This is an optimization exercise on Yosys and OpenROAD, whose aim is small area, a short achievable clock period and few clock cycles, not a production implementation. Where RTL was checked, it was by simulation tests only, not by an equivalence proof against the original. Only the layout flow was run in run 4; the RTL was not checked for function there. Power and IR drop assume default switching activity.

===== flow/run.sh =====
#!/bin/bash
# synth_recipe.tcl (not shown) runs the flow's synth.tcl, then flattens the netlist and writes it again
# the make line also repeats each setting of config.mk as NAME=value (left out here)
make -C /OpenROAD-flow-scripts/flow DESIGN_CONFIG=/design/flow/config.mk WORK_HOME=/design/flow/orfs CLKGATE_MAP_FILE= SYNTH_SCRIPT=/design/flow/synth_recipe.tcl finish

===== flow/config.mk =====
export PLATFORM = sky130hd
export DESIGN_NAME = qsc_decoder
export DESIGN_NICKNAME = qsc_decoder
export VERILOG_FILES = /design/flow/design.v
export SDC_FILE = /design/flow/constraint.sdc
export NUM_CORES = 4
export LEC_CHECK = 0
export CAP_MARGIN = 20
export CORE_MARGIN = 2
export CORE_UTILIZATION = 40
export CTS_CLUSTER_DIAMETER = 80
export CTS_CLUSTER_SIZE = 24
export SETUP_SLACK_MARGIN = 4.5
export SLEW_MARGIN = 20

===== flow/constraint.sdc =====
create_clock -name core_clock -period 12.0 [get_ports {clk}]
set_input_delay 2.4000 -clock core_clock [delete_from_list [all_inputs] [get_ports {clk}]]
set_output_delay 2.4000 -clock core_clock [all_outputs]
set_load 0.01 [all_outputs]

===== flow/design.v =====
module qsc_decoder (
    input  wire        clk,
    input  wire        rst,
    input  wire        cmd_valid,
    output wire        cmd_ready,
    input  wire [5:0]  cmd_width_m1,
    input  wire [5:0]  cmd_lines_m1,
    input  wire        cmd_hist_reset,
    input  wire [14:0] cmd_nbytes,
    input  wire [7:0]  cmd_fill,
    input  wire        in_valid,
    output wire        in_ready,
    input  wire [7:0]  in_data,
    output wire        out_valid,
    input  wire        out_ready,
    output wire [7:0]  out_pix,
    output wire        done,
    output wire [2:0]  status
);
    localparam [2:0] ST_OK       = 3'd0;
    localparam [2:0] ST_SHORT    = 3'd1;
    localparam [2:0] ST_TRAILING = 3'd2;
    localparam [2:0] ST_SYNTAX   = 3'd7;
    localparam [2:0] S_IDLE = 3'd0;    
    localparam [2:0] S_DEC  = 3'd1;    
    localparam [2:0] S_ERR  = 3'd2;    
    localparam [2:0] S_TAIL = 3'd3;    
    localparam [2:0] S_FIN  = 3'd4;    
    integer i;
    reg [2:0]  state;
    reg        cmd_ready_r;
    reg        in_ready_r;
    reg        done_r;
    reg        done_pend;          
    reg [2:0]  stat;
    reg [5:0]  w_m1;
    reg [5:0]  l_m1;
    reg [7:0]  fill_val;
    reg [14:0] bytes_left;         
    reg [5:0]  j;
    reg [5:0]  ln;
    reg        zero_line;          
    reg [7:0]  a_r, b_r, c_r;
    reg [1:0]  qb_r;               
    reg [2:0]  kc [0:3];           
    reg [7:0]  r0;
    reg [7:0]  s32 [0:31];
    reg [7:0]  s16 [0:15];
    reg [7:0]  s8  [0:7];
    reg [7:0]  s4  [0:3];
    reg [7:0]  s2  [0:1];
    reg [7:0]  s1;
    reg [13:0] acc [0:15];         
    reg [5:0]  cnt_n [0:15];       
    reg [2:0]  kr [0:15];          
    reg [15:0] cv;                 
    reg [3:0]  lctx;               
    reg [13:0] l_a;
    reg [5:0]  l_n;
    reg        l_v;
    reg [4:0]  ri;
    reg        in_run;             
    reg        after_run;          
    reg        run_is_rem;         
    reg [5:0]  run_left;           
    reg [39:0] bb;                 
    reg [5:0]  nbits;              
    reg [7:0]  ibyte;
    reg        ibyte_v;
    reg        ov;
    reg        ofill;              
    function [1:0] qz;
        input [7:0] d;
        begin
            if (d == 8'd0)       qz = 2'd0;
            else if (d <= 8'd3)  qz = 2'd1;
            else if (d <= 8'd15) qz = 2'd2;
            else                 qz = 2'd3;
        end
    endfunction
    function [7:0] absdiff;
        input [7:0] x;
        input [7:0] y;
        begin
            absdiff = (x > y) ? (x - y) : (y - x);
        end
    endfunction
    function [7:0] med;
        input [7:0] a;
        input [7:0] b;
        input [7:0] c;
        reg ab, ca, cb, ac, bc;
        begin
            ab = (a > b);
            ca = (c >= a);
            cb = (c >= b);
            ac = (a >= c);
            bc = (b >= c);
            if (ca && cb)      med = ab ? b : a;       
            else if (ac && bc) med = ab ? a : b;       
            else               med = a + b - c;
        end
    endfunction
    function [3:0] jtab;
        input [4:0] r;
        begin
            case (r)
                5'd0,  5'd1,  5'd2,  5'd3:  jtab = 4'd0;
                5'd4,  5'd5,  5'd6,  5'd7:  jtab = 4'd1;
                5'd8,  5'd9,  5'd10, 5'd11: jtab = 4'd2;
                5'd12, 5'd13, 5'd14, 5'd15: jtab = 4'd3;
                5'd16, 5'd17:               jtab = 4'd4;
                5'd18, 5'd19:               jtab = 4'd5;
                5'd20, 5'd21:               jtab = 4'd6;
                5'd22, 5'd23:               jtab = 4'd7;
                5'd24:                      jtab = 4'd8;
                5'd25:                      jtab = 4'd9;
                5'd26:                      jtab = 4'd10;
                5'd27:                      jtab = 4'd11;
                5'd28:                      jtab = 4'd12;
                5'd29:                      jtab = 4'd13;
                5'd30:                      jtab = 4'd14;
                default:                    jtab = 4'd15;
            endcase
        end
    endfunction
    function [2:0] kfor;
        input [13:0] av;
        input [5:0]  nv;
        integer kk;
        begin
            kfor = 3'd7;
            for (kk = 6; kk >= 0; kk = kk - 1)
                if (({8'd0, nv} << kk) >= av) kfor = kk[2:0];
        end
    endfunction
    function [7:0] addm;
        input [7:0] p;
        input [7:0] mv;
        begin
            addm = p + ({1'b0, mv[7:1]} ^ {8{mv[0]}});
        end
    endfunction
    wire       flat = (a_r == b_r) && (b_r == c_r);
    wire [8:0] dac  = {1'b0, a_r} - {1'b0, c_r};
    wire       le3  = dac[8] ? ((dac[8:2] == 7'h7f) && (dac[1:0] != 2'd0)) : (dac[8:2] == 7'd0);
    wire       le15 = dac[8] ? ((dac[8:4] == 5'h1f) && (dac[3:0] != 4'd0)) : (dac[8:4] == 5'd0);
    wire [1:0] qa   = (a_r == c_r) ? 2'd0 : le3 ? 2'd1 : le15 ? 2'd2 : 2'd3;
    wire [3:0] ctx  = {qb_r, qa};
    wire       hit  = l_v && (lctx == ctx);
    wire       cvx  = cv[ctx];
    wire [2:0] k_l  = kfor(l_a, l_n);
    reg  [2:0] kq [0:3];           
    always @(*) begin
        for (i = 0; i < 4; i = i + 1)
            kq[i] = (l_v && lctx == {qb_r, i[1:0]}) ? k_l : kc[i];
    end
    wire [2:0] k    = kq[qa];
    wire [13:0] a_cur = hit ? l_a : cvx ? acc[ctx] : 14'd4;
    wire [5:0]  n_cur = hit ? l_n : cvx ? cnt_n[ctx] : 6'd1;
    wire [7:0] pred = med(a_r, b_r, c_r);
    reg [4:0]  q;
    reg [39:0] v;
    always @(*) begin
        v = bb;
        q = 5'd0;
        if (v[39:24] == 16'd0) begin q[4] = 1'b1; v = {v[23:0], 16'd0}; end
        if (v[39:32] == 8'd0)  begin q[3] = 1'b1; v = {v[31:0], 8'd0};  end
        if (v[39:36] == 4'd0)  begin q[2] = 1'b1; v = {v[35:0], 4'd0};  end
        if (v[39:38] == 2'd0)  begin q[1] = 1'b1; v = {v[37:0], 2'd0};  end
        if (v[39] == 1'b0)     begin q[0] = 1'b1; v = {v[38:0], 1'd0};  end
    end
    wire        z24  = (bb[39:16] == 24'd0);   
    wire        esc  = (q == 5'd23);
    wire [7:0]  t    = v[38:31];               
    wire        sel_m1 = at_top && !rbit && (jr == 4'd0);
    wire [4:0]  qe     = sel_m1 ? q - 5'd1 : q;
    wire        comb   = sel_m1 && (q <= 5'd22) && !z24;
    reg [7:0]  m_k   [0:7];
    reg [7:0]  pix_k [0:7];
    reg [7:0]  ovf_k;
    reg [15:0] qt;
    integer kk;
    always @(*) begin
        qt = {3'd0, qe, t};
        for (kk = 0; kk < 8; kk = kk + 1) begin
            m_k[kk]   = qt[(8 - kk) +: 8];
            ovf_k[kk] = (qt >> (8 - kk)) > 16'd255;
            pix_k[kk] = addm(pred, m_k[kk]);
        end
    end
    wire [7:0]  pix_e = addm(pred, t);
    wire [7:0]  m     = esc ? t : m_k[k];
    wire        movf  = !esc && ovf_k[k];
    wire [7:0]  pix   = esc ? pix_e : pix_k[k];
    wire [5:0]  len_r = {1'b0, q} + 6'd1 + (esc ? 6'd8 : {3'd0, k});
    wire [5:0]  need_r = z24 ? 6'd24 : len_r;
    wire [5:0]  need_ub = z24 ? 6'd24 : esc ? 6'd32 : ({1'b0, q} + 6'd8);
    wire        more   = ibyte_v || (bytes_left != 15'd0);
    wire        r_ok   = (nbits >= need_ub) || !more;
    wire        r_short  = (nbits < need_r);
    wire        r_syntax = z24 || movf;
    wire [14:0] a_sum = {1'b0, a_cur} + {7'd0, m};
    wire        halve = (n_cur == 6'd63);
    wire [13:0] a_new = halve ? a_sum[14:1] : a_sum[13:0];
    wire [5:0]  n_new = halve ? 6'd32 : n_cur + 6'd1;
    wire [3:0]  jr     = jtab(ri);
    wire        rbit   = bb[39];
    wire [14:0] rem    = bb[38:24] >> (4'd15 - jr);
    wire [5:0]  need_run = rbit ? 6'd1 : 6'd1 + {2'd0, jr};
    wire        u_ok   = (nbits >= need_run) || !more;
    wire        u_short = (nbits < need_run);
    wire [6:0]  left   = {1'b0, w_m1} - {1'b0, j} + 7'd1;    
    wire        full   = (jr <= 4'd6) && ((7'd1 << jr) <= left);
    wire [6:0]  chunk_cnt = full ? (7'd1 << jr) : left;
    wire        u_syntax = !rbit && ({8'd0, rem} >= {8'd0, left});
    wire out_free = !ov || out_ready;
    wire in_fill = (run_left != 6'd0);
    wire at_top  = !in_fill && (in_run || (flat && !after_run));
    wire regular = !in_fill && !at_top;
    wire top_run = at_top && !comb;        
    wire dec_reg = regular || comb;        
    wire go    = (state == S_DEC) && out_free && !done_pend &&
                 (in_fill || (at_top ? (u_ok && (!comb || r_ok)) : r_ok));
    wire fail  = top_run ? (u_short || u_syntax) : dec_reg ? (r_short || r_syntax) : 1'b0;
    wire [2:0] fail_stat = (top_run ? u_short : r_short) ? ST_SHORT : ST_SYNTAX;
    wire no_pix = top_run && !rbit && (rem == 15'd0) && !u_short && !u_syntax;
    wire emit  = go && !no_pix;
    wire [7:0] value = dec_reg ? pix : a_r;
    wire [5:0] len = in_fill ? 6'd0 : top_run ? need_run : len_r;
    wire last_j    = (j == w_m1);
    wire last_line = (ln == l_m1);
    wire [5:0] dsel = w_m1 - 6'd1;
    wire [7:0] in32 = r0;
    wire [7:0] in16 = dsel[5] ? s32[31] : in32;
    wire [7:0] in8  = dsel[4] ? s16[15] : in16;
    wire [7:0] in4  = dsel[3] ? s8[7]   : in8;
    wire [7:0] in2  = dsel[2] ? s4[3]   : in4;
    wire [7:0] in1  = dsel[1] ? s2[1]   : in2;
    wire [7:0] tap  = dsel[0] ? s1      : in1;
    wire       w1     = (w_m1 == 6'd0);
    wire [7:0] up     = (zero_line && !last_j) ? 8'd0 : tap;    
    wire [7:0] b_next = w1 ? value : up;
    wire [1:0] qb_n   = last_j ? 2'd0 : qz(absdiff(up, b_r));
    wire       acc_go = cmd_valid && cmd_ready_r;
    wire [1:0] qb_sel = acc_go ? 2'd0 : emit ? qb_n : qb_r;
    reg  [2:0] kc_n [0:3];
    always @(*) begin
        for (i = 0; i < 4; i = i + 1) begin
            if (acc_go && cmd_hist_reset)             kc_n[i] = 3'd2;
            else if (l_v && lctx == {qb_sel, i[1:0]}) kc_n[i] = k_l;
            else if (cv[{qb_sel, i[1:0]}])            kc_n[i] = kr[{qb_sel, i[1:0]}];
            else                                      kc_n[i] = 3'd2;
        end
    end
    wire fill_go = (state == S_ERR) && out_free;
    wire        merge  = ibyte_v && (nbits <= 6'd32);
    wire [39:0] bbm    = merge ? (bb | ({ibyte, 32'd0} >> nbits)) : bb;
    wire [5:0]  nbm    = merge ? nbits + 6'd8 : nbits;
    wire [5:0]  ulen   = go ? len : 6'd0;
    wire        in_hs  = in_valid && in_ready_r;
    wire        pix_out = emit || fill_go;
    assign cmd_ready = cmd_ready_r;
    assign in_ready  = in_ready_r;
    assign out_valid = ov;
    assign out_pix   = ofill ? fill_val : r0;
    assign done      = done_r;
    assign status    = stat;
    wire [14:0] bl_n = bytes_left - (in_hs ? 15'd1 : 15'd0);
    wire        ib_n = in_hs ? 1'b1 : (merge ? 1'b0 : ibyte_v);
    wire [5:0]  nb_n = nbm - ulen;
    always @(posedge clk) begin
        if (l_v) begin
            acc[lctx]   <= l_a;
            cnt_n[lctx] <= l_n;
            kr[lctx]    <= k_l;
        end
        for (i = 0; i < 4; i = i + 1) kc[i] <= kc_n[i];
        qb_r <= qb_sel;
        if (emit) begin
            r0 <= value;
            s32[0] <= in32;
            for (i = 1; i < 32; i = i + 1) s32[i] <= s32[i - 1];
            s16[0] <= in16;
            for (i = 1; i < 16; i = i + 1) s16[i] <= s16[i - 1];
            s8[0] <= in8;
            for (i = 1; i < 8; i = i + 1) s8[i] <= s8[i - 1];
            s4[0] <= in4;
            for (i = 1; i < 4; i = i + 1) s4[i] <= s4[i - 1];
            s2[0] <= in2;
            s2[1] <= s2[0];
            s1 <= in1;
        end
        if (pix_out) ofill <= fill_go || fail;
        if (in_hs)   ibyte <= in_data;
        if (rst) begin
            state       <= S_IDLE;
            cmd_ready_r <= 1'b1;
            in_ready_r  <= 1'b0;
            done_r      <= 1'b0;
            done_pend   <= 1'b0;
            stat        <= ST_OK;
            ov          <= 1'b0;
            ibyte_v     <= 1'b0;
            bytes_left  <= 15'd0;
        end else begin
            done_r <= 1'b0;
            if (pix_out)        ov <= 1'b1;
            else if (out_ready) ov <= 1'b0;
            bytes_left <= bl_n;
            if (l_v) cv[lctx] <= 1'b1;
            case (state)
                S_IDLE: begin
                    in_ready_r <= 1'b0;
                end
                S_DEC: begin
                    ibyte_v    <= ib_n;
                    bb         <= bbm << ulen;
                    nbits      <= nb_n;
                    in_ready_r <= (bl_n != 15'd0) && (!ib_n || nb_n <= 6'd32);
                    if (go) begin
                        if (in_fill) begin
                            run_left <= run_left - 6'd1;
                            if (run_left == 6'd1 && run_is_rem) after_run <= 1'b1;
                        end else if (top_run) begin
                            if (rbit) begin
                                in_run     <= 1'b1;
                                run_is_rem <= 1'b0;
                                run_left   <= chunk_cnt[5:0] - 6'd1;
                                if (full && ri != 5'd31) ri <= ri + 5'd1;
                            end else begin
                                in_run     <= 1'b0;
                                run_is_rem <= 1'b1;
                                if (ri != 5'd0) ri <= ri - 5'd1;
                                if (rem <= 15'd1) after_run <= 1'b1;
                                if (rem != 15'd0) run_left <= rem[5:0] - 6'd1;
                            end
                        end else begin
                            after_run <= 1'b0;
                            if (comb) begin
                                in_run <= 1'b0;
                                if (ri != 5'd0) ri <= ri - 5'd1;
                            end
                            lctx <= ctx;
                            l_a  <= a_new;
                            l_n  <= n_new;
                            l_v  <= 1'b1;
                        end
                        if (emit) begin
                            b_r <= w1 ? value : up;
                            a_r <= (last_j && !w1) ? up : value;
                            c_r <= !last_j ? b_r : w1 ? value : up;
                            if (last_j) begin
                                j         <= 6'd0;
                                ln        <= ln + 6'd1;
                                zero_line <= 1'b0;
                                in_run    <= 1'b0;
                                after_run <= 1'b0;
                                run_left  <= 6'd0;
                            end else begin
                                j   <= j + 6'd1;
                            end
                        end
                        if (fail) begin
                            stat <= fail_stat;
                            if (last_j && last_line) state <= S_FIN;
                            else                     state <= S_ERR;
                            in_ready_r <= (bl_n != 15'd0);
                        end else if (emit && last_j && last_line) begin
                            state       <= S_TAIL;
                            cmd_ready_r <= (bl_n == 15'd0);
                        end
                    end
                    if (done_pend && out_free) begin
                        done_r    <= 1'b1;
                        done_pend <= 1'b0;
                    end
                end
                S_ERR: begin
                    in_ready_r <= (bl_n != 15'd0);
                    if (fill_go) begin
                        if (last_j) begin
                            j  <= 6'd0;
                            ln <= ln + 6'd1;
                            if (last_line) state <= S_FIN;
                        end else begin
                            j <= j + 6'd1;
                        end
                    end
                end
                S_TAIL: begin
                    in_ready_r <= (bl_n != 15'd0);
                    stat <= (bytes_left != 15'd0 || ibyte_v || nbits >= 6'd8 || bb != 40'd0) ?
                            ST_TRAILING : ST_OK;
                    if (bl_n == 15'd0 && out_free) begin
                        done_r      <= 1'b1;
                        cmd_ready_r <= 1'b1;
                        state       <= S_IDLE;
                    end else begin
                        cmd_ready_r <= 1'b0;
                        state       <= S_FIN;
                    end
                end
                S_FIN: begin
                    in_ready_r <= (bl_n != 15'd0);
                    if (bl_n == 15'd0 && out_free) begin
                        done_r      <= 1'b1;
                        cmd_ready_r <= 1'b1;
                        state       <= S_IDLE;
                    end
                end
                default: state <= S_IDLE;
            endcase
            if (cmd_valid && cmd_ready_r) begin
                cmd_ready_r <= 1'b0;
                if (state == S_TAIL && !out_free) done_pend <= 1'b1;
                w_m1       <= cmd_width_m1;
                l_m1       <= cmd_lines_m1;
                fill_val   <= cmd_fill;
                bytes_left <= cmd_nbytes;
                in_ready_r <= (cmd_nbytes != 15'd0);
                ibyte_v    <= 1'b0;
                bb         <= 40'd0;
                nbits      <= 6'd0;
                j          <= 6'd0;
                ln         <= 6'd0;
                in_run     <= 1'b0;
                after_run  <= 1'b0;
                run_left   <= 6'd0;
                zero_line  <= cmd_hist_reset;
                if (cmd_hist_reset) begin
                    a_r <= 8'd0;
                    b_r <= 8'd0;
                    c_r <= 8'd0;
                    cv  <= 16'd0;
                    l_v <= 1'b0;
                    ri  <= 5'd0;
                end
                state <= S_DEC;
            end
        end
    end
endmodule

==> summary.md, run 1 <==
| Metric | Value |
|---|---|
| Setup crit end kind | register |
| Number of antenna violations at the first check in global routing | 1 |
| Total GRT Usage | 20.1% |
| Via count | 36600 |
| Tcrit/Tclk final | 61.0% |
| Clock tree buffer depth | 3 |
| P_leak | 20.8 nW |
| Fin. Hold Viols | 0 |
| Fillers | 12200 |
| TNS Setup | 0 ns |
| Worst-Margin Slew | 1.12 ns |
| Layout Area Growth over Synthesis | 11.6% |
| Critical Path Most Common Cell | a21o_1 |
| Dpl ws | 2.43 ns |
| Combinational power share | 26.5% |
| Setup CP Type | register to register |
| Largest cells by area after synthesis | edfxtp_1, ha_1, nand2_1 |
| Dpl cells | 6020 |
| Internal power | 6.33 mW |
| Share of total power in the clock network | 24.5% |
| Most instantiated library cell after synthesis | edfxtp_1 |
| Worst-Skew Late Latency | 0.73 ns |
| Syn Nets | 4588 |
| Most area-hungry cell type in the Yosys netlist | edfxtp_1 |
| CP Data Arrival Time | 7.76 ns |
| CTS Hold Buffers Added | 0 |
| ANT nets after route | 0 |
| Main synth FF type | edfxtp_1 |
| Number of DRC markers in iteration 0 | 4173 |
| Final setup violation count | 0 |
| Post-detailed-route wirelength per cell | 22.9 um |
| Final min period | 7.32 ns |
| Post-route cell area | 59600 um2 |
| Die area | 137000 um2 |
| Worst reg-to-reg path cell count | 27 |
| Final Slew Violations | 0 |
| Mapped Cells | 4333 |
| Mean post-synth cell area | 12.3 um2 |
| IO Pins | 64 |
| Sequential area share after synthesis | 60.5% |
| Nets@finish | 4684 |
| Max-cap violations | 0 |
| Skew final | 0.0829 ns |
| Tot Pwr | 9.17 mW |
| RSZ-0062 raised after global routing | yes |
| FP Rows | 134 |
| Largest net degree at the start of global routing | 211 |
| Gr ovfl total | 0 |
| CTS H-tree lvls | 2 |
| Slowest stage cell, crit path | or4_4 |
| Root buffer cell | clkbuf_16 |
| Rel. slew slack | 25.5% |
| Part of the power in registers | 49.0% |
| Final non-filler cell total | 6230 |
| First-pass GRT wire length | 213000 um |
| Outcome | no timing/DRC/antenna violations |
| Worst Hold Class | register to register |
| DR pass1 iterations | 7 |
| Final wirelength | 142000 um |
| Layout cells sized above 1 | 12.7% |
| Core Area | 133000 um2 |
| # DRC | 0 |
| CP Launch Type | register |
| Switch Pwr | 2.83 mW |
| Die height | 370 um |
| Maximum vdd drop | 0.000121 V |
| Number of port buffers | 63 |
| Die X | 370 um |
| Worst Path Max Fanout | 19 |
| DP Area | 56200 um2 |
| Mapped Area | 53500 um2 |
| Worst EP required | 12.44 ns |
| Fmax | 0.137 GHz |
| Post-synth EDFFs | 1047 |
| Most frequent cells after synthesis | edfxtp_1, nand2_1, a21oi_1 |
| DR vias/cell | 5.87 |
| Final setup margin | 4.68 ns |
| Distinct cells, synth | 108 |
| Seq cells post-synth | 1092 |
| TritonCTS Buffers | 59 |
| Antenna diodes | 0 |
| Clock slew at reported path FFs | 0.10 ns |
| Crit-path max cell delay | 0.64 ns |
| Post-synth top area share | 58.8% |
| WHS Path Cells | 0 |
| CTS tree | built |
| Routability Congestion | 0.968 |
| Initial Utilization | 40.2% |
| Yosys warns | 11 |
| Async SR Flop Fraction | 0% |
| PwrDens | 154 nW/um2 |
| Sink Count | 1092 |
| Vias in the first global route | 34200 |
| Sw Ratio | 30.9% |
| Hpwl dp | 92600 um |
-- worst max-delay path: cells and delay by family (launching register included) --
kind | cells | cell delay (ns)
AND/OR/NAND/NOR | 9 | 2.67
AO/OA/AOI/OAI | 10 | 1.78
buffers and inverters | 5 | 1.11
multiplexers | 2 | 0.61
flip-flops | 1 | 0.54
adder cells (fa/ha/maj) | 1 | 0.29
-- cells in the final DEF (no fill, tap or decap), drive strengths merged, types with 43 or more instances in the layout --
cell type      synthesis  final
a211oi                60     60
nor2                 289    289
mux2i                145    145
xor2                  43     43
a21oi                300    300
o22ai                 66     66
a21o                  51     51
ha                   191    191
nor3                  90     90
xnor2                 92     92
nand3                 71     71
o221ai                60     60
mux2                  83     83
nand2                400    400
o21ai                226    226
inv                  167    180
edfxtp              1047   1047
buf                   82    186
clkbuf               144     77
dfxtp                 45     45
clkdlybuf4s50          0     63
-- repair_timing --
item	4_1_cts	5_1_grt
gates cloned	2	5
setup endpoints to repair	689	137
pin swaps	8	15
resized for setup	64	89
setup buffers	35	73
-- power groups by stage --
stage	logic (mW)	clock network (mW)	registers [mW]
final	2.43	2.25	4.49
after global routing	2.66	2.44	4.51
after CTS	2.28	2.32	4.49
after detailed placement	2.20	0	4.58
after global placement	2.17	0	4.58
after floorplan	1.62	0	4.52
-- cells by family (layout without fill, tap and decap cells) --
| family | after synthesis | count (layout) | share of synthesized area, % |
|---|---|---|---|
| AO/OA/AOI/OAI | 1126 | 1126 | 14.0 |
| XOR/XNOR | 135 | 135 | 2.25 |
| AND/OR/NAND/NOR | 1132 | 1134 | 9.96 |
| flip-flops | 1092 | 1092 | 60.5 |
| adder cells (fa/ha/maj) | 206 | 206 | 5.03 |
| multiplexers | 247 | 247 | 5.32 |
| buffers and inverters | 395 | 522 | 2.96 |
-- flip-flops by register name (all words and copies together) (netlist names), 8 cells and up --
register	count
a_r	8
acc	224
b_r	8
bb	40
bytes_left	15
c_r	8
cnt_n	96
cv	16
fill_val	8
ibyte	8
kc	12
kr	48
l_a	14
r0	8
s1	8
s16	128
s2	16
s32	256
s4	32
s8	64
-- final timing paths --
path,start,end,slack (ns)
setup reg to reg,bb[32]$_SDFFCE_PP0P_,bb[36]$_SDFFCE_PP0P_,4.68
hold reg to reg,s16[12][6]$_DFFE_PP_,s16[13][6]$_DFFE_PP_,0.38
setup / recovery,bb[32]$_SDFFCE_PP0P_,bb[36]$_SDFFCE_PP0P_,4.68
hold / removal,s16[12][6]$_DFFE_PP_,s16[13][6]$_DFFE_PP_,0.38
-- stage by stage --
stage / hold slack, ns / util [%]
after global placement: 0.401 / 42.2
after CTS: 0.371 / 44.0
final: 0.385 / 44.8
after floorplan: 0.400 / -
after global routing: 0.384 / 44.8
after detailed placement: 0.405 / 42.2
-- metal layers --
metal	track usage, %	vias up	share of wire (%)
li1	-	16700	-
met1	30.0	18100	45
met2	30.8	1489	45
met3	2.43	285	7.1
met4	5.58	0	3.0
met5	0	-	0
-- final cells by class --
type                    count  area, um2  share of cell area, %
clock buffers              69       1520                   2.56
clock inverters            25        349                  0.585
inverters                 169        681                   1.14
multi-input cells        2848      20200                   33.9
flip-flops and latches   1092      32300                   54.2
well taps                1768       2210                   3.71
repair buffers            257       2310                   3.88
repair inverters            2       10.0                 0.0168
Testbench counts, summed over its fixed seeds: cycles 146,447.
==> run 2: changes to the inputs <==
--- a/flow/config.mk
+++ b/flow/config.mk
@@ -10,5 +10,5 @@
 export CORE_UTILIZATION = 40
 export CTS_CLUSTER_DIAMETER = 80
 export CTS_CLUSTER_SIZE = 24
-export SETUP_SLACK_MARGIN = 4.5
+export SETUP_SLACK_MARGIN = 5
 export SLEW_MARGIN = 20
==> run 2 against run 1 <==
Net effect: cell area grew 1.7%; via count up 1.0%; first-iteration DRC count shrank 4.6%; wire length up 4.3%; critical endpoint is now l_a[10]$_DFFE_PP_; largest power group unchanged; area after synthesis unchanged; sequential share of layout area down 0.90 points; hold slack got worse by 0.034 ns; core utilization increased by 0.76 points; count of clock-buffer cells in the layout fell by 2; largest cell class unchanged; still clean on timing, DRC and antenna; die area did not move; synthesized cell count unchanged.
==> summary.md, run 2 <==
| Metric | Value |
|---|---|
| Bufs and invs on worst path | 3 (-2) |
| Vias in the first global route | 34400 (+0.65%) |
| CTS tree | built |
| Number of port buffers | 63 (unchanged) |
| IO Pins | 64 (unchanged) |
| Number of antenna violations at the first check in global routing | 3 (+2) |
| Post-synth EDFFs | 1047 (unchanged) |
| Layout Area Growth over Synthesis | 13.5% |
| Register Area | 32300 um2 (unchanged) |
| Fmax | 0.143 GHz (+4.5%) |
| Mapped Cells | 4333 (unchanged) |
| Worst Hold Class | register to register |
| Seq cells post-synth | 1092 (unchanged) |
| Die height | 370 um (unchanged) |
| Family with the most delay on the worst path | compound AO/OA/AOI/OAI gates |
| Die area | 137000 um2 (unchanged) |
| Worst reg-to-reg path cell count | 29 (+7.4%) |
| Most flops, register | s32 |
| DR vias/cell | 5.88 (+0.14%) |
| First-pass GRT wire length | 220000 um (+3.0%) |
| Distinct cells, synth | 108 (unchanged) |
| Final wirelength | 148000 um (+4.3%) |
| Critical Path Most Common Cell | a21oi_2 |
| Final setup violation count | 0 (unchanged) |
| Skew final | 0.0979 ns (+0.0150 ns) |
| CTS H-tree lvls | 2 (unchanged) |
| Worst R2R Start | c_r[0]$_DFFE_PN_ |
| Worst-Skew Late Latency | 0.73 ns (about the same) |
| Internal power | 6.43 mW (+1.6%) |
| Fillers | 12100 (-0.56%) |
| Antenna diodes | 0 (unchanged) |
| Most common cell after layout, fill and taps aside | edfxtp_1 |
| CP Data Arrival Time | 7.49 ns (-0.27 ns) |
| Worst EP required | 12.49 ns (+0.05 ns) |
| Tot Pwr | 9.33 mW (+1.8%) |
| Layout cells sized above 1 | 15.0% (+2.3 points) |
| Worst-Margin Slew | 1.07 ns (-0.0449 ns) |
| Maximum vdd drop | 0.000129 V (+6.2%) |
| Yosys warns | 11 (unchanged) |
| CP Launch Type | register |
| Total GRT Usage | 20.8% (+0.73 points) |
| Largest net degree at the start of global routing | 216 (+2.4%) |
| Nets@finish | 4744 (+1.3%) |
| Routability Congestion | 0.940 (-2.9%) |
| Crit path from | c_r[0]$_DFFE_PN_ |
| Final Slew Violations | 0 (unchanged) |
| Max-cap violations | 0 (unchanged) |
| Most frequent cells in the layout | edfxtp_1, nand2_1, a21oi_1, nor2_1, buf_4 |
| Share of total power in the clock network | 24.0% (-0.5 points) |
| Final non-filler cell total | 6286 (+0.90%) |
| Mean post-synth cell area | 12.3 um2 (unchanged) |
| Syn Nets | 4588 (unchanged) |
| Mapped Area | 53500 um2 (unchanged) |
| Largest cells by area after synthesis | edfxtp_1, ha_1, nand2_1 |
| FP Rows | 134 (unchanged) |
| Critical Path Stages | 29 (+7.4%) |
| Slowest stage cell, crit path | or4_4 |
| Rel. slew slack | 28.0% (+2.5 points) |
| Tcrit/Tclk final | 58.4% (-2.6 points) |
| Post-synth top area share | 58.8% (unchanged) |
| R2R Path End | l_a[10]$_DFFE_PP_ |
| PwrDens | 154 nW/um2 (about the same) |
| CTS Hold Buffers Added | 0 (unchanged) |
| Async SR Flop Fraction | 0% (unchanged) |
| Gr ovfl total | 0 (unchanged) |
| Combinational power share | 27.8% (+1.3 points) |
| Root buffer cell | clkbuf_16 |
| ANT nets after route | 0 (unchanged) |
| Switch Pwr | 2.89 mW (+2.1%) |
| Clock slew at reported path FFs | 0.09 ns (about the same) |
| Via count | 36900 (+1.0%) |
| Number of DRC markers in iteration 0 | 3981 (-4.6%) |
| Most area-hungry cell type in the Yosys netlist | edfxtp_1 |
| Sw Ratio | 31.0% (+0.11 points) |
| P_leak | 21.2 nW (+2.1%) |
| RSZ-0062 raised after global routing | yes |
| Main synth FF type | edfxtp_1 |
| Core Area | 133000 um2 (unchanged) |
| Final setup margin | 5.00 ns (+0.318 ns) |
| Setup crit end kind | register |
| Worst Path Max Fanout | 32 (+13) |
| Sequential area share after synthesis | 60.5% (unchanged) |
| Multi-input gate area | 20600 um2 (+1.9%) |
| TritonCTS Buffers | 58 (-1.7%) |
| Final min period | 7.00 ns (-0.318 ns) |
| Setup CP Type | register to register |
| Dpl cells | 6019 (-0.017%) |
| Max reg flops | 256 (unchanged) |
| Flop2flop setup slack | 5.00 ns (+0.32 ns) |
| DR pass1 iterations | 6 (-1) |
| Crit-path max cell delay | 0.57 ns (-0.07 ns) |
| Post-detailed-route wirelength per cell | 23.6 um (+3.4%) |
| Hpwl dp | 95200 um (+2.7%) |
| Final Util | 45.6% (+0.76 points) |
| Initial Utilization | 40.2% (unchanged) |
| Largest regs | s32: 256 flops, acc: 224 flops, s16: 128 flops |
| CP Capture Point | l_a[10]$_DFFE_PP_ |
| Part of the power in registers | 48.2% (-0.8 points) |
| Most instantiated library cell after synthesis | edfxtp_1 |
| TNS Setup | 0 ns (unchanged) |
| Sink Count | 1092 (unchanged) |
| Outcome | no timing/DRC/antenna violations |
| Dpl ws | 2.70 ns (+0.266 ns) |
| Fin. Hold Viols | 0 (unchanged) |
| # DRC | 0 (unchanged) |
| Die X | 370 um (unchanged) |
| Clock tree buffer depth | 3 (unchanged) |
| Most frequent cells after synthesis | edfxtp_1, nand2_1, a21oi_1 |
## run 2: cell counts after synthesis
No cell type changed its count.
## run 2: worst register-to-register path, delay by kind of cell (launching register included)
family / cells / cell delay [ns]
XOR/XNOR: 1 / 0.17
multiplexers: 2 / 0.37
buffers and inverters: 3 / 0.43
flip-flops: 1 / 0.50
adder cells (fa/ha/maj): 3 / 0.91
AO/OA/AOI/OAI: 13 / 2.53
AND/OR/NAND/NOR: 7 / 1.87
## run 2: kinds of logic (layout without fill, tap and decap cells)
logic type	Yosys count	after routing	synth area share (%)
AOI/OAI and AO/OA	1126	1127	14.0
xor gates and xnor gates	135	135	2.25
adders and majority gates	206	206	5.03
buffers and inverters	395	577	2.96
DFF	1092	1092	60.5
muxes	247	248	5.32
and+or+nand+nor	1132	1133	9.96
## run 2: cell type report
class	instances	area share, %
Clock buffer	67	2.47
Sequential cell	1092	53.3
Timing Repair inverter	2	0.0268
Tap cell	1768	3.65
Inverter	169	1.18
Multi-Input combinational cell	2849	34.0
Clock inverter	22	0.580
Timing Repair Buffer	317	4.82
## run 2: power by group through the flow
stage          sequential (mW)  combinational (mW)  clock (mW)
6_report                  4.49                2.59        2.24
2_1_floorplan             4.52                1.62           0
5_1_grt                   4.51                2.81        2.42
3_5_place_dp              4.58                2.20           0
3_3_place_gp              4.58                2.17           0
4_1_cts                   4.49                2.41        2.30
## run 2: through the flow
| step | hold slack [ns] | cell area (um2) |
|---|---|---|
| 2_1_floorplan | 0.400 | 53700 |
| 3_3_place_gp | 0.401 | 56200 |
| 3_5_place_dp | 0.405 | 56200 |
| 4_1_cts | 0.325 | 59400 |
| 5_1_grt | 0.336 | 60700 |
| 6_report | 0.350 | 60700 |
## run 2: timing repair
| item | 4_1_cts | 5_1_grt |
|---|---|---|
| setup buffers | 92 | 74 |
| gates resized for setup | 121 | 118 |
| cloned | 4 | 6 |
| setup endpoints to repair | 693 | 323 |
| pin swaps | 23 | 49 |
## run 2: worst min path at each step
stage                                end            startpoint  cells after the start
floorplan           s16[10][0]$_DFFE_PP_   s16[9][0]$_DFFE_PP_                      0
global placement      s4[1][5]$_DFFE_PP_    s4[0][5]$_DFFE_PP_                      0
detailed placement  s16[14][2]$_DFFE_PP_  s16[13][2]$_DFFE_PP_                      0
CTS                  s32[2][7]$_DFFE_PP_   s32[1][7]$_DFFE_PP_                      0
global route         s32[2][7]$_DFFE_PP_   s32[1][7]$_DFFE_PP_                      0
finish               s32[2][7]$_DFFE_PP_   s32[1][7]$_DFFE_PP_                      0
## run 2: routing by layer
layer	wire [um]	share of wire, %	GRT usage, %
met1	67500	45	30.7
met2	67200	45	32.3
met3	9480	6.4	2.58
met4	4320	2.9	5.96
met5	13	0.0088	0
==> run 3: changes to the inputs <==
--- a/flow/config.mk
+++ b/flow/config.mk
@@ -8,7 +8,7 @@
 export CAP_MARGIN = 20
 export CORE_MARGIN = 2
 export CORE_UTILIZATION = 40
-export CTS_CLUSTER_DIAMETER = 80
-export CTS_CLUSTER_SIZE = 24
-export SETUP_SLACK_MARGIN = 5
+export CTS_CLUSTER_DIAMETER = 100
+export CTS_CLUSTER_SIZE = 30
+export SETUP_SLACK_MARGIN = 4
 export SLEW_MARGIN = 20
==> run 3 against run 2 <==
Net effect: core utilization decreased by 1.8 points; maximum frequency decreased by 8.8%; largest cell class unchanged; sequential power about the same; cell count decreased by 2.1%; register-to-register slack got worse by 0.67 ns; die area unchanged; via count decreased by 2.1%; clock skew decreased by 0.0033 ns.
==> summary.md, run 3 <==
| Metric | Value |
|---|---|
| Max Used Layer | met4 |
| Hold Crit Start | s32[8][6]$_DFFE_PP_ |
| Root buffer cell | clkbuf_16 |
| CTS tree | built |
| Fillers | 12200 (+1.2%) |
| Layout Area Growth over Synthesis | 9.06% |
| Via count | 36200 (-2.1%) |
| Tcrit/Tclk final | 64.0% (+5.6 points) |
| Most flops, register | s32 |
| Antenna diodes | 0 (unchanged) |
| CP Data Arrival Time | 8.26 ns (+0.77 ns) |
| Most common cell after layout, fill and taps aside | edfxtp_1 |
| Register Area | 32300 um2 (unchanged) |
| Gr ovfl total | 0 (unchanged) |
| Number of port buffers | 63 (unchanged) |
| TritonCTS Buffers | 46 (-21%) |
| FP Rows | 134 (unchanged) |
| ANT nets after route | 0 (unchanged) |
| Outcome | no timing/DRC/antenna violations |
| Largest regs | s32: 256 flops, acc: 224 flops, s16: 128 flops |
| RSZ-0062 raised after global routing | no |
| First-pass GRT wire length | 212000 um (-3.5%) |
| Maximum vdd drop | 0.000108 V (-16%) |
| DP Area | 56200 um2 (-0.14%) |
| # DRC | 0 (unchanged) |
| Routability Congestion | 0.954 (+1.4%) |
| Nets@finish | 4610 (-2.8%) |
| Skew final | 0.0946 ns (-0.00330 ns) |
| Vias in the first global route | 33800 (-1.9%) |
| Post-synth top area share | 58.8% (unchanged) |
| Tot Pwr | 8.75 mW (-6.2%) |
| Mapped Cells | 4333 (unchanged) |
| P_leak | 20.1 nW (-5.0%) |
| Core Area | 133000 um2 (unchanged) |
| Most frequent cells after synthesis | edfxtp_1, nand2_1, a21oi_1 |
| Die area | 137000 um2 (unchanged) |
| Post-route cell area | 58300 um2 (-3.9%) |
| Detail Route met2 WL | 63500 um (-5.5%) |
| Crit path from | l_a[13]$_DFFE_PP_ |
| Most frequent cells in the layout | edfxtp_1, nand2_1, a21oi_1, nor2_1, o21ai_0 |
| CP Launch Type | register |
| Die height | 370 um (unchanged) |
| Post-detailed-route wirelength per cell | 23.1 um (-2.4%) |
| IO Pins | 64 (unchanged) |
| Yosys warns | 11 (unchanged) |
| Worst Path Max Fanout | 35 (+9.4%) |
| Slowest stage cell, crit path | edfxtp_1 |
| Sequential area share after synthesis | 60.5% (unchanged) |
| Clock tree buffer depth | 3 (unchanged) |
| Worst EP required | 12.58 ns (+0.09 ns) |
| Max-cap violations | 0 (unchanged) |
| Distinct cells, synth | 108 (unchanged) |
| Largest cells by area after synthesis | edfxtp_1, ha_1, nand2_1 |
| Largest net degree at the start of global routing | 139 (-36%) |
| PwrDens | 150 nW/um2 (-2.4%) |
| Seq cells post-synth | 1092 (unchanged) |
| Async SR Flop Fraction | 0% (unchanged) |
| Worst-Skew Late Latency | 0.71 ns (-0.02 ns) |
| Fmax | 0.130 GHz (-8.8%) |
| Most area-hungry cell type in the Yosys netlist | edfxtp_1 |
| Final min period | 7.68 ns (+0.674 ns) |
| Final wirelength | 142000 um (-4.5%) |
| Syn Nets | 4588 (unchanged) |
| Mean post-synth cell area | 12.3 um2 (unchanged) |
| Max reg flops | 256 (unchanged) |
| WL met3 | 9360 um (-1.3%) |
| Hpwl dp | 92900 um (-2.4%) |
| Main synth FF type | edfxtp_1 |
| DR vias/cell | 5.88 (about the same) |
| Fin. Hold Viols | 0 (unchanged) |
| DR pass1 iterations | 6 (unchanged) |
| Sink Count | 1092 (unchanged) |
| Layout cells sized above 1 | 9.99% (-5.0 points) |
| Mapped Area | 53500 um2 (unchanged) |
| Multi-input gate area | 19900 um2 (-3.4%) |
| Fin Hold WS | 0.353 ns (+0.00270 ns) |
| Crit-path max cell delay | 0.68 ns (+0.11 ns) |
| Initial Utilization | 40.2% (unchanged) |
| Rel. slew slack | 28.6% (+0.57 points) |
| Final setup violation count | 0 (unchanged) |
| Final Slew Violations | 0 (unchanged) |
| Clock slew at reported path FFs | 0.12 ns (+0.03 ns) |
| Met1 Wirelength | 65100 um (-3.5%) |
| CTS H-tree lvls | 2 (unchanged) |
| Worst-Margin Slew | 1.07 ns (-0.000854 ns) |
| Total GRT Usage | 19.9% (-0.90 points) |
| Number of DRC markers in iteration 0 | 4292 (+7.8%) |
| Setup CP Type | register to register |
| Most instantiated library cell after synthesis | edfxtp_1 |
| Number of antenna violations at the first check in global routing | 1 (-2) |
| Post-synth EDFFs | 1047 (unchanged) |
| TNS Setup | 0 ns (unchanged) |
| Worst Hold Class | register to register |
| Worst R2R Start | l_a[13]$_DFFE_PP_ |
| Family with the most delay on the worst path | compound AO/OA/AOI/OAI gates |
| Setup crit end kind | register |
| Die X | 370 um (unchanged) |
| Bufs and invs on worst path | 5 (+2) |
==> run 3: final timing paths <==
check | end | slack, ns | depth (start not counted)
max | in_ready_r$_SDFFE_PP0P_ | 4.32 | 29
min | s32[9][6]$_DFFE_PP_ | 0.35 | 0
max reg2reg | in_ready_r$_SDFFE_PP0P_ | 4.32 | 29
min reg2reg | s32[9][6]$_DFFE_PP_ | 0.35 | 0
==> run 3: what timing repair did <==
item	in CTS	in global routing
cloned	2	2
hold buffers	0	0
gates resized for setup	29	33
buffers inserted	6	45
setup endpoints to repair	642	35
pin swaps	3	5
==> run 3: metal layers <==
metal  global-route usage, %  vias up
li1                        -    16600
met1                    29.8    18100
met2                    30.7     1333
met3                    2.15      197
met4                    5.46        0
met5                       0        -
==> run 3: area by class of cell <==
| type | instances | share of cell area [%] |
|---|---|---|
| inverter | 169 | 1.11 |
| clock buffer | 60 | 2.06 |
| tap | 1768 | 3.79 |
| timing repair inverter | 1 | 0.00858 |
| multi-input combinational | 2847 | 34.1 |
| sequential | 1092 | 55.5 |
| timing repair buffer | 198 | 2.99 |
| clock inverter | 16 | 0.408 |
==> run 3: worst reg2reg max path, delay by kind of cell, from the launching register on <==
kind	cells	cell delay [ns]
buffers and inverters	5	1.09
xor gates and xnor gates	2	0.25
AOI/OAI and AO/OA	12	2.73
DFF	1	0.68
adders and majority gates	3	1.02
muxes	2	0.43
and+or+nand+nor	5	1.34
==> run 3: cell families (layout without fill, tap and decap cells) <==
family,Yosys count,in the layout,synth area share [%]
simple gates,1132,1133,9.96
compound gates,1126,1126,14.0
flops,1092,1092,60.5
buf+inv,395,444,2.96
mux,247,247,5.32
fa+ha+maj,206,206,5.03
xor+xnor,135,135,2.25
==> run 3: report_power, final <==
part	leakage, nW	switching, mW	internal (mW)
logic	9.42	1.40	0.892
clock network	0.681	1.20	0.751
registers	10.0	0.122	4.38
total	20.1	2.72	6.02
==> run 3: metrics by stage <==
stage / util (%) / setup WS (ns) / std cells
after floorplan: - / 4.01 / 4333
final: 43.8 / 4.32 / 6151
after CTS: 43.4 / 4.01 / 6104
after detailed placement: 42.2 / 2.47 / 6020
after global placement: 42.2 / 2.68 / 6020
after global routing: 43.8 / 3.96 / 6151
==> run 4: changes to the inputs <==
--- a/flow/design.v
+++ b/flow/design.v
@@ -134,11 +134,40 @@
                 if (({8'd0, nv} << kk) >= av) kfor = kk[2:0];
         end
     endfunction
+    function [8:0] add8;
+        input [7:0] x;
+        input [7:0] y;
+        input       ci;
+        reg [7:0] g, p, gg, pp, g2, p2;
+        reg [8:0] c;
+        integer n, d;
+        begin
+            g = x & y;
+            p = x ^ y;
+            gg = g;
+            pp = p;
+            for (d = 1; d < 8; d = d * 2) begin
+                g2 = gg;
+                p2 = pp;
+                for (n = d; n < 8; n = n + 1) begin
+                    g2[n] = gg[n] | (pp[n] & gg[n - d]);
+                    p2[n] = pp[n] & pp[n - d];
+                end
+                gg = g2;
+                pp = p2;
+            end
+            c[0] = ci;
+            for (n = 0; n < 8; n = n + 1) c[n + 1] = gg[n] | (pp[n] & ci);
+            add8 = {c[8], p ^ c[7:0]};
+        end
+    endfunction
     function [7:0] addm;
         input [7:0] p;
         input [7:0] mv;
+        reg [8:0] r;
         begin
-            addm = p + ({1'b0, mv[7:1]} ^ {8{mv[0]}});
+            r = add8(p, {1'b0, mv[7:1]} ^ {8{mv[0]}}, 1'b0);
+            addm = r[7:0];
         end
     endfunction
     wire       flat = (a_r == b_r) && (b_r == c_r);
@@ -175,7 +204,7 @@
     wire [7:0]  t    = v[38:31];               
     wire        sel_m1 = at_top && !rbit && (jr == 4'd0);
     wire [4:0]  qe     = sel_m1 ? q - 5'd1 : q;
-    wire        comb   = sel_m1 && (q <= 5'd22) && !z24;
+    wire        comb   = sel_m1 && (bb[39:17] != 23'd0);       
     reg [7:0]  m_k   [0:7];
     reg [7:0]  pix_k [0:7];
     reg [7:0]  ovf_k;
@@ -195,12 +224,18 @@
     wire [7:0]  pix   = esc ? pix_e : pix_k[k];
     wire [5:0]  len_r = {1'b0, q} + 6'd1 + (esc ? 6'd8 : {3'd0, k});
     wire [5:0]  need_r = z24 ? 6'd24 : len_r;
-    wire [5:0]  need_ub = z24 ? 6'd24 : esc ? 6'd32 : ({1'b0, q} + 6'd8);
     wire        more   = ibyte_v || (bytes_left != 15'd0);
-    wire        r_ok   = (nbits >= need_ub) || !more;
+    reg [22:0] okpos;              
+    always @(*) begin
+        for (i = 0; i < 23; i = i + 1) okpos[22 - i] = (nbits >= i + 8);
+    end
+    wire        r_ok   = (nbits >= 6'd32) || ((bb[39:17] & okpos) != 23'd0) ||
+                         (z24 && nbits >= 6'd24) || !more;
     wire        r_short  = (nbits < need_r);
     wire        r_syntax = z24 || movf;
-    wire [14:0] a_sum = {1'b0, a_cur} + {7'd0, m};
+    wire [8:0]  a_lo  = add8(a_cur[7:0], m, 1'b0);
+    wire [6:0]  a_hi1 = {1'b0, a_cur[13:8]} + 7'd1;
+    wire [14:0] a_sum = {a_lo[8] ? a_hi1 : {1'b0, a_cur[13:8]}, a_lo[7:0]};
     wire        halve = (n_cur == 6'd63);
     wire [13:0] a_new = halve ? a_sum[14:1] : a_sum[13:0];
     wire [5:0]  n_new = halve ? 6'd32 : n_cur + 6'd1;
--- a/flow/config.mk
+++ b/flow/config.mk
@@ -8,7 +8,7 @@
 export CAP_MARGIN = 20
 export CORE_MARGIN = 2
 export CORE_UTILIZATION = 40
-export CTS_CLUSTER_DIAMETER = 100
-export CTS_CLUSTER_SIZE = 30
-export SETUP_SLACK_MARGIN = 4
+export CTS_CLUSTER_DIAMETER = 80
+export CTS_CLUSTER_SIZE = 24
+export SETUP_SLACK_MARGIN = 5
 export SLEW_MARGIN = 20
==> run 4 against run 3 <==
Net effect: sequential share of layout area is 3.7 points lower; clock skew fell by 0.0056 ns; hold slack better by 0.018 ns; combinational power is 55% higher; sequential power is essentially flat; clock power up 14%; critical path type unchanged.
==> summary.md, run 4 <==
| Metric | Value |
|---|---|
| Clock tree buffer depth | 3 (unchanged) |
| Mapped Area | 55600 um2 (+4.0%) |
| Worst-Skew Late Latency | 0.74 ns (+0.03 ns) |
| Setup crit end kind | register |
| ANT nets after route | 0 (unchanged) |
| Layout Area Growth over Synthesis | 12.3% |
| Final setup violation count | 0 (unchanged) |
| Mapped Cells | 4458 (+2.9%) |
| Largest net degree at the start of global routing | 205 (+47%) |
| Maximum vdd drop | 0.000148 V (+38%) |
| Most instantiated library cell after synthesis | edfxtp_1 |
| Max-cap violations | 0 (unchanged) |
| Seq cells post-synth | 1092 (unchanged) |
| Flop2flop setup slack | 5.15 ns (+0.83 ns) |
| Max reg flops | 256 (unchanged) |
| Multi-input gate area | 22400 um2 (+13%) |
| CP Data Arrival Time | 7.42 ns (-0.84 ns) |
| Post-detailed-route wirelength per cell | 24.0 um (+4.3%) |
| Vias in the first global route | 35700 (+5.8%) |
| P_leak | 21.8 nW (+8.2%) |
| FP Rows | 136 (+1.5%) |
| Async SR Flop Fraction | 0% (unchanged) |
| Die X | 377 um (+2.0%) |
| Yosys warns | 11 (unchanged) |
| Nets@finish | 4924 (+6.8%) |
| Most frequent cells after synthesis | edfxtp_1, nor2_1, nand2_1 |
| Via count | 38400 (+6.3%) |
| Final wirelength | 155000 um (+9.1%) |
| # DRC | 0 (unchanged) |
| Root buffer cell | clkbuf_16 |
| Worst Hold Class | register to register |
| Most area-hungry cell type in the Yosys netlist | edfxtp_1 |
| Post-synth top area share | 56.5% (-2.3 points) |
| Total GRT Usage | 20.8% (+0.83 points) |
| Clock slew at reported path FFs | 0.10 ns (-0.02 ns) |
| Fmax | 0.146 GHz (+12%) |
| Most common cell after layout, fill and taps aside | edfxtp_1 |
| CTS tree | built |
| Fillers | 12200 (-0.098%) |
| Core Area | 138000 um2 (+3.4%) |
| IO Pins | 64 (unchanged) |
| Rel. slew slack | 21.3% (-7.3 points) |
| Post-synth EDFFs | 1047 (unchanged) |
| TritonCTS Buffers | 59 (+28%) |
| Fin. Hold Viols | 0 (unchanged) |
| Sequential area share after synthesis | 58.1% (-2.4 points) |
| Initial Utilization | 40.4% (+0.25 points) |
| TNS Setup | 0 ns (unchanged) |
| Layout cells sized above 1 | 14.3% (+4.3 points) |
| Largest cells by area after synthesis | edfxtp_1, ha_1, mux2i_1 |
| CTS Hold Buffers Added | 0 (unchanged) |
| Worst EP required | 12.57 ns (about the same) |
| Gr ovfl total | 0 (unchanged) |
| Setup CP Type | register to register |
| First-pass GRT wire length | 227000 um (+7.2%) |
| Outcome | no timing/DRC/antenna violations |
| CTS H-tree lvls | 2 (unchanged) |
| Worst Path Max Fanout | 14 (-60%) |
| Worst-Margin Slew | 1.17 ns (+0.101 ns) |
| Final Slew Violations | 0 (unchanged) |
| Hpwl dp | 98800 um (+6.3%) |
| Sink Count | 1092 (unchanged) |
| Skew final | 0.0891 ns (-0.00555 ns) |
| Die area | 142000 um2 (+4.0%) |
| Main synth FF type | edfxtp_1 |
| Register Area | 32300 um2 (about the same) |
| Number of port buffers | 63 (unchanged) |
| Distinct cells, synth | 125 (+16%) |
| Most frequent cells in the layout | edfxtp_1, nor2_1, nand2_1, a21oi_1 |
| Number of DRC markers in iteration 0 | 4367 (+1.7%) |
| Syn Nets | 4770 (+4.0%) |
| Most flops, register | s32 |
| Mean post-synth cell area | 12.5 um2 (+1.1%) |
| PwrDens | 164 nW/um2 (+9.5%) |
| RSZ-0062 raised after global routing | yes |
| Final min period | 6.85 ns (-0.833 ns) |
| Largest regs | s32: 256 flops, acc: 224 flops, s16: 128 flops |
| Routability Congestion | 0.952 (-0.16%) |
| DR vias/cell | 5.97 (+1.6%) |
| Final non-filler cell total | 6436 (+4.6%) |
| Die height | 377 um (+2.0%) |
| CP Launch Type | register |
| Dpl cells | 6174 (+2.6%) |
| DR pass1 iterations | 6 (unchanged) |
| Tcrit/Tclk final | 57.1% (-6.9 points) |
| Number of antenna violations at the first check in global routing | 1 (unchanged) |
==> run 4: cell count changes in the layout (fill, tap and decap cells not counted), moves of 27 or more <==
cell,previous run,this run
nand2_1,396,248
a21oi_1,295,247
xnor2_1,91,125
o221ai_1,60,33
buf_4,120,232
ha_1,191,232
o22ai_1,65,135
o21ai_0,214,109
==> run 4: layout make-up <==
type / instances / area share, %
Antenna cell: 1 / 0.00401
Tap cell: 1794 / 3.59
Multi-Input combinational cell: 2943 / 35.9
Clock buffer: 69 / 2.48
Clock inverter: 21 / 0.549
Timing Repair Buffer: 323 / 4.50
Timing Repair inverter: 3 / 0.0361
Sequential cell: 1092 / 51.8
Inverter: 190 / 1.20
==> run 4: kinds of logic after synthesis <==
group / share of synthesized area [%]
compound gates: 14.6
xor+xnor: 3.09
fa+ha+maj: 6.25
buf+inv: 3.21
flops: 58.1
mux: 5.31
simple gates: 9.43
==> run 4: power by group <==
group / switching [mW] / internal [mW]
clock: 1.28 / 0.966
sequential: 0.109 / 4.38
combinational: 2.10 / 1.43
==> run 4: per-stage QoR <==
stage / util [%] / setup WS [ns] / total power, mW / hold WS (ns) / area (um2)
3_5_place_dp: 42.4 / 3.47 / 7.79 / 0.405 / 58300
2_1_floorplan: - / 5.09 / 6.88 / 0.400 / 55600
5_1_grt: 45.4 / 4.87 / 10.8 / 0.371 / 62500
3_3_place_gp: 42.3 / 3.63 / 7.76 / 0.400 / 58300
4_1_cts: 44.4 / 4.93 / 10.1 / 0.352 / 61100
6_report: 45.4 / 5.15 / 10.3 / 0.371 / 62500
==> run 4: critical path, stage by stage, from the launching register on <==
cell	delay [ns]
edfxtp_1	0.57
nor4_4	0.32
buf_4	0.21
nand4_4	0.22
o21a_2	0.33
nand2_4	0.15
inv_4	0.10
a221oi_2	0.28
buf_6	0.22
mux2_2	0.37
mux2i_1	0.30
mux2i_4	0.20
buf_4	0.18
buf_4	0.17
ha_1	0.29
ha_1	0.22
a21o_1	0.19
a21oi_1	0.21
o21bai_1	0.09
a21oi_1	0.23
xnor2_1	0.10
a211oi_1	0.36
a211oi_1	0.09
o21ai_0	0.40
a31oi_1	0.36
o31a_1	0.33
a211oi_1	0.17
==> run 4: final timing paths <==
kind                                           start                   end  depth (start not counted)
worst min register to register  s32[11][6]$_DFFE_PP_  s32[12][6]$_DFFE_PP_                          0
worst max-delay path            bb[30]$_SDFFCE_PP0P_      a_r[5]$_DFFE_PN_                         26
worst max register to register  bb[30]$_SDFFCE_PP0P_      a_r[5]$_DFFE_PN_                         26
worst min-delay path            s32[11][6]$_DFFE_PP_  s32[12][6]$_DFFE_PP_                          0
==> run 4: timing repair <==
action / in CTS / in global routing
pin swaps: 18 / 50
gates cloned: 8 / 7
setup buffers: 48 / 108
setup endpoints to repair: 95 / 78
endpoints found under the hold margin: 0 / 0
gates resized for setup: 82 / 105
==> run 4: metal layers <==
metal	vias up	share of wire, %	track usage (%)
met2	1515	44	31.4
li1	17500	-	-
met4	0	3.3	6.17
met5	-	0	0
met1	19100	46	31.2
met3	284	7.1	2.54
==> run 5: changes to the inputs <==
--- a/flow/design.v
+++ b/flow/design.v
@@ -206,7 +206,6 @@
     wire [4:0]  qe     = sel_m1 ? q - 5'd1 : q;
     wire        comb   = sel_m1 && (bb[39:17] != 23'd0);       
     reg [7:0]  m_k   [0:7];
-    reg [7:0]  pix_k [0:7];
     reg [7:0]  ovf_k;
     reg [15:0] qt;
     integer kk;
@@ -215,13 +214,11 @@
         for (kk = 0; kk < 8; kk = kk + 1) begin
             m_k[kk]   = qt[(8 - kk) +: 8];
             ovf_k[kk] = (qt >> (8 - kk)) > 16'd255;
-            pix_k[kk] = addm(pred, m_k[kk]);
         end
     end
-    wire [7:0]  pix_e = addm(pred, t);
     wire [7:0]  m     = esc ? t : m_k[k];
     wire        movf  = !esc && ovf_k[k];
-    wire [7:0]  pix   = esc ? pix_e : pix_k[k];
+    wire [7:0]  pix   = addm(pred, m);
     wire [5:0]  len_r = {1'b0, q} + 6'd1 + (esc ? 6'd8 : {3'd0, k});
     wire [5:0]  need_r = z24 ? 6'd24 : len_r;
     wire        more   = ibyte_v || (bytes_left != 15'd0);
==> run 5 against run 4 <==
Net effect: flip-flop and latch count did not move; critical path type unchanged; sequential share of layout area grew 3.5 points; combinational power is 29% lower; non-clock buffer count fell by 71; count of clock-buffer cells in the layout grew 2; still clean on timing, DRC and antenna.
==> summary.md, run 5 <==
| Metric | Value |
|---|---|
| Outcome | no timing/DRC/antenna violations |
| Critical Path Stages | 32 (+23%) |
| Final setup margin | 5.18 ns (+0.0276 ns) |
| Max-cap violations | 0 (unchanged) |
| Bufs and invs on worst path | 8 (+3) |
| GR peak layer | met2 |
| CP Data Arrival Time | 7.43 ns (about the same) |
| DR vias/cell | 5.88 (-1.5%) |
| TNS Setup | 0 ns (unchanged) |
| Clock slew at reported path FFs | 0.09 ns (about the same) |
| Combinational power share | 27.1% (-7.4 points) |
| Rel. slew slack | 26.0% (+4.7 points) |
| Distinct cells, synth | 115 (-8.0%) |
| Number of DRC markers in iteration 0 | 3985 (-8.7%) |
| DR pass1 iterations | 9 (+3) |
| Sink Count | 1092 (unchanged) |
| Most frequent cells after synthesis | edfxtp_1, nor2_1, nand2_1 |
| Syn Nets | 4317 (-9.5%) |
| Die X | 366 um (-3.0%) |
| Yosys warns | 10 (-1) |
| Core Area | 130000 um2 (-5.8%) |
| DP Area | 54900 um2 (-5.9%) |
| Post-synth top area share | 60.1% (+3.6 points) |
| Die height | 366 um (-3.0%) |
| Worst-Margin Slew | 1.11 ns (-0.0622 ns) |
| Nets@finish | 4431 (-10%) |
| Main synth FF type | edfxtp_1 |
| Final setup violation count | 0 (unchanged) |
| Skew final | 0.0740 ns (-0.0151 ns) |
| Root buffer cell | clkbuf_16 |
| Worst R2R Start | a_r[0]$_DFFE_PN_ |
| Post-detailed-route wirelength per cell | 23.5 um (-2.4%) |
| Gr ovfl total | 0 (unchanged) |
| Async SR Flop Fraction | 0% (unchanged) |
| Part of the power in registers | 48.7% (+5.0 points) |
| Met1 GRT Util | 29.7% (-1.5 points) |
| Dpl ws | 3.64 ns (+0.169 ns) |
| Setup crit end kind | register |
| Flop2flop setup slack | 5.18 ns (+0.03 ns) |
| Initial Utilization | 40.3% (-0.054 points) |
| Worst-Skew Late Latency | 0.73 ns (about the same) |
| Setup CP Type | register to register |
| Most flops, register | s32 |
| ANT nets after route | 0 (unchanged) |
| Most frequent cells in the layout | edfxtp_1, nor2_1, nand2_1, a21oi_1, inv_1 |
| TritonCTS Buffers | 59 (unchanged) |
| CTS Hold Buffers Added | 0 (unchanged) |
| Fin. Hold Viols | 0 (unchanged) |
| Max reg flops | 256 (unchanged) |
| Worst EP required | 12.61 ns (+0.04 ns) |
| Most instantiated library cell after synthesis | edfxtp_1 |
| Share of total power in the clock network | 24.2% (+2.4 points) |
| FP Rows | 132 (-2.9%) |
| Sequential area share after synthesis | 61.8% (+3.7 points) |
| Crit-path max cell delay | 0.45 ns (-0.12 ns) |
| Post-route cell area | 58500 um2 (-6.4%) |
| Dpl cells | 5744 (-7.0%) |
| Seq cells post-synth | 1092 (unchanged) |
| Layout Area Growth over Synthesis | 11.8% |
| Mapped Area | 52300 um2 (-5.9%) |
| Most area-hungry cell type in the Yosys netlist | edfxtp_1 |
| Tcrit/Tclk final | 56.8% (-0.23 points) |
| R2R Path End | in_ready_r$_SDFFE_PP0P_ |
| Clock tree buffer depth | 3 (unchanged) |
| Crit path from | a_r[0]$_DFFE_PN_ |
| Met3 usage | 2.57% (+0.027 points) |
| Worst reg-to-reg path cell count | 32 (+23%) |
| Final wirelength | 140000 um (-9.6%) |
| Mapped Cells | 4077 (-8.5%) |
| Vias in the first global route | 32600 (-8.9%) |
| Layout cells sized above 1 | 12.9% (-1.3 points) |
| Final min period | 6.82 ns (-0.0276 ns) |
| Internal power | 6.40 mW (-5.5%) |
| CP Capture Point | in_ready_r$_SDFFE_PP0P_ |
| P_leak | 20.4 nW (-6.2%) |
| # DRC | 0 (unchanged) |
| First-pass GRT wire length | 207000 um (-8.7%) |
| Number of antenna violations at the first check in global routing | 2 (+1) |
| CP Launch Type | register |
| Maximum vdd drop | 0.000129 V (-13%) |
| Number of port buffers | 63 (unchanged) |
| Largest cells by area after synthesis | edfxtp_1, ha_1, mux2i_1 |
| Mean post-synth cell area | 12.8 um2 (+2.8%) |
| Post-synth EDFFs | 1047 (unchanged) |
| RSZ-0062 raised after global routing | yes |
| Hpwl dp | 88600 um (-10%) |
| Largest net degree at the start of global routing | 204 (-0.49%) |
| Worst Path Max Fanout | 28 (+14) |
| Most common cell after layout, fill and taps aside | edfxtp_1 |
| CTS H-tree lvls | 2 (unchanged) |
| IO Pins | 64 (unchanged) |
| Family with the most delay on the worst path | compound AO/OA/AOI/OAI gates |
| Die area | 134000 um2 (-5.9%) |
| Worst Hold Class | register to register |
| Final Slew Violations | 0 (unchanged) |
| Routability Congestion | 0.931 (-2.2%) |
| CTS tree | built |
| Fmax | 0.147 GHz (+0.41%) |
| Sw Ratio | 31.2% (-2.7 points) |
| Total GRT Usage | 20.2% (-0.59 points) |
| Final non-filler cell total | 5963 (-7.3%) |
| Met2 usage | 31.3% (-0.073 points) |
| PwrDens | 159 nW/um2 (-3.1%) |
| Largest regs | s32: 256 flops, acc: 224 flops, s16: 128 flops |
| Via count | 35100 (-8.8%) |
| Switch Pwr | 2.91 mW (-17%) |
| Slowest stage cell, crit path | a2111oi_4 |
run 5: changes by cell type after synthesis, sizes merged, moves of 19 or more:
cell    delta
xor2      -19
xnor2     -70
o221ai    +59
ha        -64
o21ai     +41
o22ai     -41
nor2      +26
nor3      -40
buf       -41
a21oi     -22
a211oi    -22
run 5: power groups by stage:
stage | clock, mW | combinational, mW | sequential (mW)
finish | 2.26 | 2.52 | 4.53
global route | 2.45 | 2.74 | 4.55
CTS | 2.32 | 2.30 | 4.53
detailed placement | 0 | 2.22 | 4.62
global placement | 0 | 2.20 | 4.61
floorplan | 0 | 1.65 | 4.55
run 5: worst reg2reg max path, delay by kind of cell (launching register included):
kind / cells / cell delay [ns]
DFF: 1 / 0.39
and+or+nand+nor: 5 / 0.68
adders and majority gates: 5 / 1.49
buffers and inverters: 8 / 1.15
AOI/OAI and AO/OA: 12 / 2.54
xor gates and xnor gates: 1 / 0.21
muxes: 1 / 0.26
run 5: logic make-up after synthesis:
logic type | after synthesis | share of synthesized area, %
muxes | 257 | 5.46
xor gates and xnor gates | 104 | 1.77
DFF | 1092 | 61.8
buffers and inverters | 390 | 2.96
AOI/OAI and AO/OA | 1065 | 14.1
and+or+nand+nor | 978 | 9.05
adders and majority gates | 191 | 4.78
run 5: repair_timing:
item,4_1_cts,5_1_grt
buffers inserted,51,68
pin swaps,11,33
setup endpoints to repair,304,281
gates cloned,2,7
gates resized for setup,65,106
run 5: layout make-up:
cell class | instances | area, um2
flip-flops and latches | 1092 | 32300
fillers | 11700 | 71200
clock buffers | 71 | 1560
multi-input cells | 2598 | 19100
clock inverters | 19 | 284
repair buffers | 252 | 2290
diodes | 1 | 2.50
inverters | 188 | 728
well taps | 1742 | 2180
run 5: layer usage:
metal	wire length, um	part of all wire (%)
met5	30	0.021
met4	3930	2.8
met2	63400	45
met1	63600	45
met3	9030	6.5
run 5: worst min path at each step:
stage	slack, ns	endpoint	from	cells after the start
detailed placement	0.40	s16[11][6]$_DFFE_PP_	s16[10][6]$_DFFE_PP_	0
floorplan	0.40	s16[10][0]$_DFFE_PP_	s16[9][0]$_DFFE_PP_	0
finish	0.39	s8[2][5]$_DFFE_PP_	s8[1][5]$_DFFE_PP_	0
global placement	0.40	s32[2][1]$_DFFE_PP_	s32[1][1]$_DFFE_PP_	0
CTS	0.38	s8[7][0]$_DFFE_PP_	s8[6][0]$_DFFE_PP_	0
global route	0.41	s8[2][5]$_DFFE_PP_	s8[1][5]$_DFFE_PP_	0
run 5: stage by stage:
step	utilization, %	hold WS (ns)	total power [mW]
final	45.1	0.391	9.31
after global routing	45.1	0.406	9.73
after CTS	44.3	0.385	9.15
after global placement	42.3	0.400	6.82
after floorplan	-	0.400	6.20
after detailed placement	42.3	0.405	6.83
Testbench counts of run 5, summed over its fixed seeds: cycles 146,447.

re-timing with driven ports:
How much do the figures lean on ideal ports? The routed layouts below were timed once more, with nothing changed but the port constraints. Step 1, drivers: a clkbuf_16 drives clk and a buf_2 each remaining input, both assumed. Step 2 also shifts input and output timing later by t, the mid clock arrival at the registers, as if the neighbouring blocks saw the same clock. a / b / c = no drivers / after step 1 / after step 2; a / b = the first two.
run	t, ns	setup WS [ns]	worst data-port slew with drivers (ns)
run 1	0.758	4.677 / 4.677 / 4.603	0.04
run 2	0.763	4.995 / 4.995 / 4.886	0.15
run 3	0.740	4.321 / 4.321 / 4.321	0.06
run 4	0.768	5.153 / 5.153 / 5.041	0.07
run 5	0.766	5.181 / 5.181 / 4.931	0.15
After both steps setup and hold are still met in every run listed. For run 5, which loses most, drivers alone change the setup slack by 0.000 ns; drivers and shift together by -0.250 ns.
